This is an optimization exercise on Yosys and OpenROAD, whose aim is small area, a short achievable clock period and few clock cycles per item, not a production implementation. The RTL was checked by simulation tests, not by an equivalence proof against the original design.

## lk7_svf
module lk7_svf (
    input  wire        clk,
    input  wire        rst,
    input  wire        in_valid,
    output wire        in_ready,
    input  wire        in_ch,
    input  wire        in_clr,
    input  wire [1:0]  in_mode,
    input  wire [1:0]  in_nsec,
    input  wire [31:0] in_x,
    input  wire [31:0] in_a1,
    input  wire [31:0] in_a2,
    input  wire [31:0] in_a3,
    input  wire [31:0] in_k,
    output wire        out_valid,
    output wire [31:0] out_y
);
==> flow/config.mk <==
export PLATFORM = sky130hd
export DESIGN_NAME = lk7_svf
export DESIGN_NICKNAME = lk7_svf
export VERILOG_FILES = /design/flow/design.v
export SDC_FILE = /design/flow/constraint.sdc
export NUM_CORES = 4
export LEC_CHECK = 0
export ABC_AREA = 1
export CAP_MARGIN = 20
export CORE_MARGIN = 2
export CORE_UTILIZATION = 40
export PLACE_DENSITY = 0.6
export SLEW_MARGIN = 20
==> flow/constraint.sdc <==
create_clock -name core_clock -period 20.0 [get_ports {clk}]
set_input_delay 4.0000 -clock core_clock [delete_from_list [all_inputs] [get_ports {clk}]]
set_output_delay 4.0000 -clock core_clock [all_outputs]
set_load 0.01 [all_outputs]
standard.sh (not shown) runs the stock make flow with config.mk's settings and CLKGATE_MAP_FILE= SYNTH_SCRIPT=/design/flow/synth_recipe.tcl, a recipe that flattens the netlist after the stock synthesis.
==> flow/flow/run.sh <==
#!/bin/bash
# Own flow: the standard layout (standard.sh) unchanged, except that
# OpenROAD's repair_timing is asked to keep SETUP_SLACK_MARGIN ns of setup
# slack at the design's clock, so that it sizes the critical paths for a
# shorter achieved period.  Clock, constraints and steps are the standard ones.
set -euo pipefail
export SETUP_SLACK_MARGIN=11
bash standard.sh > standard.log 2>&1
Testbench counts at the start, summed over its fixed seeds: cycles 35,549, items 9,600.
Change:
==> flow/flow/run.sh (replaced) <==
#!/bin/bash
# Own flow: the standard layout (standard.sh) unchanged, except that
# - OpenROAD's repair_timing is asked to keep SETUP_SLACK_MARGIN ns of setup
#   slack at the design's clock, so that it sizes the critical paths for a
#   shorter achieved period;
# - every port is still buffered, with a small buffer (buf_2).
# Clock, constraints and steps are the standard ones.
set -euo pipefail
export SETUP_SLACK_MARGIN=11.2
export BUFFER_PORTS_ARGS="-buffer_cell sky130_fd_sc_hd__buf_2"
bash standard.sh > standard.log 2>&1
What happened:
- cell count is higher slightly
- clock-buffer cell count falls by 1
- fmax goes up slightly
- global-route usage is about the same
- worst setup slack gets better by 0.11 ns
- clock skew went down by 0.040 ns
Change:
- GPL_ROUTABILITY_DRIVEN: unset -> 0
- PLACE_DENSITY: 0.6 -> 0.7
Result: The new run finished clean. Non-clock buffer count came out lower by 148. Routed wire length drops by roughly a tenth. Area after synthesis does not change. Synthesized cell count does not change. Via count goes down slightly. Cell count goes down slightly. Flip-flop and latch count does not change. Design area decreases by a few percent. Die area is unchanged. Clock-buffer cell count is lower by 1.
Change:
--- a/flow/flow/run.sh
+++ b/flow/flow/run.sh
@@ -9 +9 @@
-export SETUP_SLACK_MARGIN=11.2
+export SETUP_SLACK_MARGIN=11
- CAP_MARGIN: 20 -> 10
- GPL_ROUTABILITY_DRIVEN: 0 -> unset
- PLACE_DENSITY: 0.7 -> 0.6
- SLEW_MARGIN: 20 -> 10
After rerunning: The changed run ran to the end with no violations. Global-route usage went up by 3.1 points. Die area stays the same. Utilization rose by 0.41 points. Wire length increases by a little under a tenth. Count of clock-buffer cells in the layout falls by 4. Sequential share of layout area goes down by 0.12 points. Via count hardly moves. Non-clock buffer count increases by 50. Cell count is higher slightly.
Change:
- CAP_MARGIN: 10 -> 20
- GPL_ROUTABILITY_DRIVEN: unset -> 0
- PLACE_DENSITY: 0.6 -> 0.7
- SLEW_MARGIN: 10 -> 20
Non-clock buffer count fell by 103; global-route usage fell by 3.4 points.
Change:
- GPL_ROUTABILITY_DRIVEN: 0 -> unset
- PLACE_DENSITY: 0.7 -> 0.6
Effect: Die area is unchanged. Synthesized cell count stays the same. Design area rose by about 1.5%. Setup slack gets better by 0.068 ns. Via count rose by about 0.3%. Hold slack gets better by 0.0089 ns.

========
lk7_svf, a different RTL version from the one above (not shown whole).
Size in the first run: ~200 I/O pins.
make LEC_CHECK=0 ABC_AREA=1 CAP_MARGIN=20 CORE_MARGIN=2 CORE_UTILIZATION=40 PLACE_DENSITY=0.6 SLEW_MARGIN=20 finish   # period 20.0 ns
run.sh (not shown) runs the stock make flow with config.mk's settings and CLKGATE_MAP_FILE= SYNTH_SCRIPT=/design/flow/synth_recipe.tcl, a recipe that flattens the netlist after the stock synthesis.
Stock flow here: none of the scripts above is used.
Testbench counts at the start, summed over its fixed seeds: cycles 35,549, items 9,600.
Rerun with:
ABC_AREA = unset   (was 1)
ABC_CLOCK_PERIOD_IN_PS = 6000   (was unset)
Result: Worst setup slack got worse by 1.1 ns; core utilization hardly moves; sequential share of layout area goes down by 0.35 points.

========
Another version of the RTL of lk7_svf (not shown whole).
Size in the first run: about 12000 cells after synthesis, roughly 690 flip-flops, about 0.090 mm2 of cells after synthesis.
Settings: LEC_CHECK=0, ABC_AREA=1, CAP_MARGIN=20, CORE_MARGIN=2, CORE_UTILIZATION=40, PLACE_DENSITY=0.6, SLEW_MARGIN=20; clock period 20.0 ns.
standard.sh (not shown) runs the stock make flow with config.mk's settings and CLKGATE_MAP_FILE= SYNTH_SCRIPT=/design/flow/synth_recipe.tcl, a recipe that flattens the netlist after the stock synthesis.
==> flow/flow/run.sh <==
#!/bin/bash
# Own flow: the standard layout (standard.sh) unchanged, except that
# OpenROAD's repair_timing is asked to keep SETUP_SLACK_MARGIN ns of setup
# slack at the design's clock, so that it sizes the critical paths for a
# shorter achieved period.  Clock, constraints and steps are the standard ones.
set -euo pipefail
export SETUP_SLACK_MARGIN=11
bash standard.sh > standard.log 2>&1
The baseline passed the timing, DRC and antenna checks.
Testbench counts at the start, summed over its fixed seeds: cycles 35,549, items 9,600.
Rerun with:
==> flow/run.sh (new file) <==
#!/bin/bash
# synth_recipe.tcl (not shown) runs the flow's synth.tcl, then flattens the netlist and writes it again
# the make line also repeats each setting of config.mk as NAME=value (left out here)
make -C /OpenROAD-flow-scripts/flow DESIGN_CONFIG=/design/flow/config.mk WORK_HOME=/design/flow/orfs CLKGATE_MAP_FILE= SYNTH_SCRIPT=/design/flow/synth_recipe.tcl finish
removed: flow/flow/run.sh
removed: flow/standard.sh
Outcome:
- setup slack degrades by 3.3 ns
- die area does not change
- hold slack hardly moves
- utilization went down by 2.8 points
- area after synthesis does not change
- clock-buffer cell count went up by 7
- global-route usage went down by 1.8 points
- final cell count went down slightly
- routed wire length went down by a little under a tenth

re-timing with driven ports:
The flow's constraints put no driver on any port. The routed layouts listed below were extracted and timed again, unchanged, in two steps.
Step 1: set_driving_cell puts a clkbuf_16 on clk and a buf_2 on each other input, an assumption about the parent block.
Step 2 adds t to the input delays and takes it off the output delays; t is the mean of the earliest and latest rising clock arrival at the registers after step 1. Input paths then give back, and output paths get back, about the clock's delay inside the block.
a / b / c = no drivers / after step 1 / after step 2; a / b = the first two.
| run | shift t [ns] | setup slack, ns | worst data-port slew with drivers (ns) |
|---|---|---|---|
| the first run of note 1 | 0.835 | 11.150 / 11.150 / 11.150 | 0.06 |
| the second run of note 1 | 0.816 | 11.265 / 11.265 / 11.265 | 0.06 |
| the third run of note 1 | 0.840 | 11.224 / 11.224 / 11.224 | 0.05 |
| the fourth run of note 1 | 0.836 | 10.934 / 10.934 / 10.934 | 0.07 |
| the fifth run of note 1 | 0.828 | 11.023 / 11.023 / 11.023 | 0.05 |
| the sixth run of note 1 | 0.824 | 11.091 / 11.091 / 11.091 | 0.07 |
| the first run of note 2 | 0.857 | 3.040 / 3.040 / 3.040 | 0.08 |
| the second run of note 2 | 0.867 | 1.903 / 1.903 / 1.903 | 0.11 |
| the first run of note 3 | 0.885 | 10.998 / 10.998 / 10.998 | 0.18 |
| the second run of note 3 | 0.869 | 7.743 / 7.743 / 7.743 | 0.13 |
After both steps setup and hold are still met in every run listed.
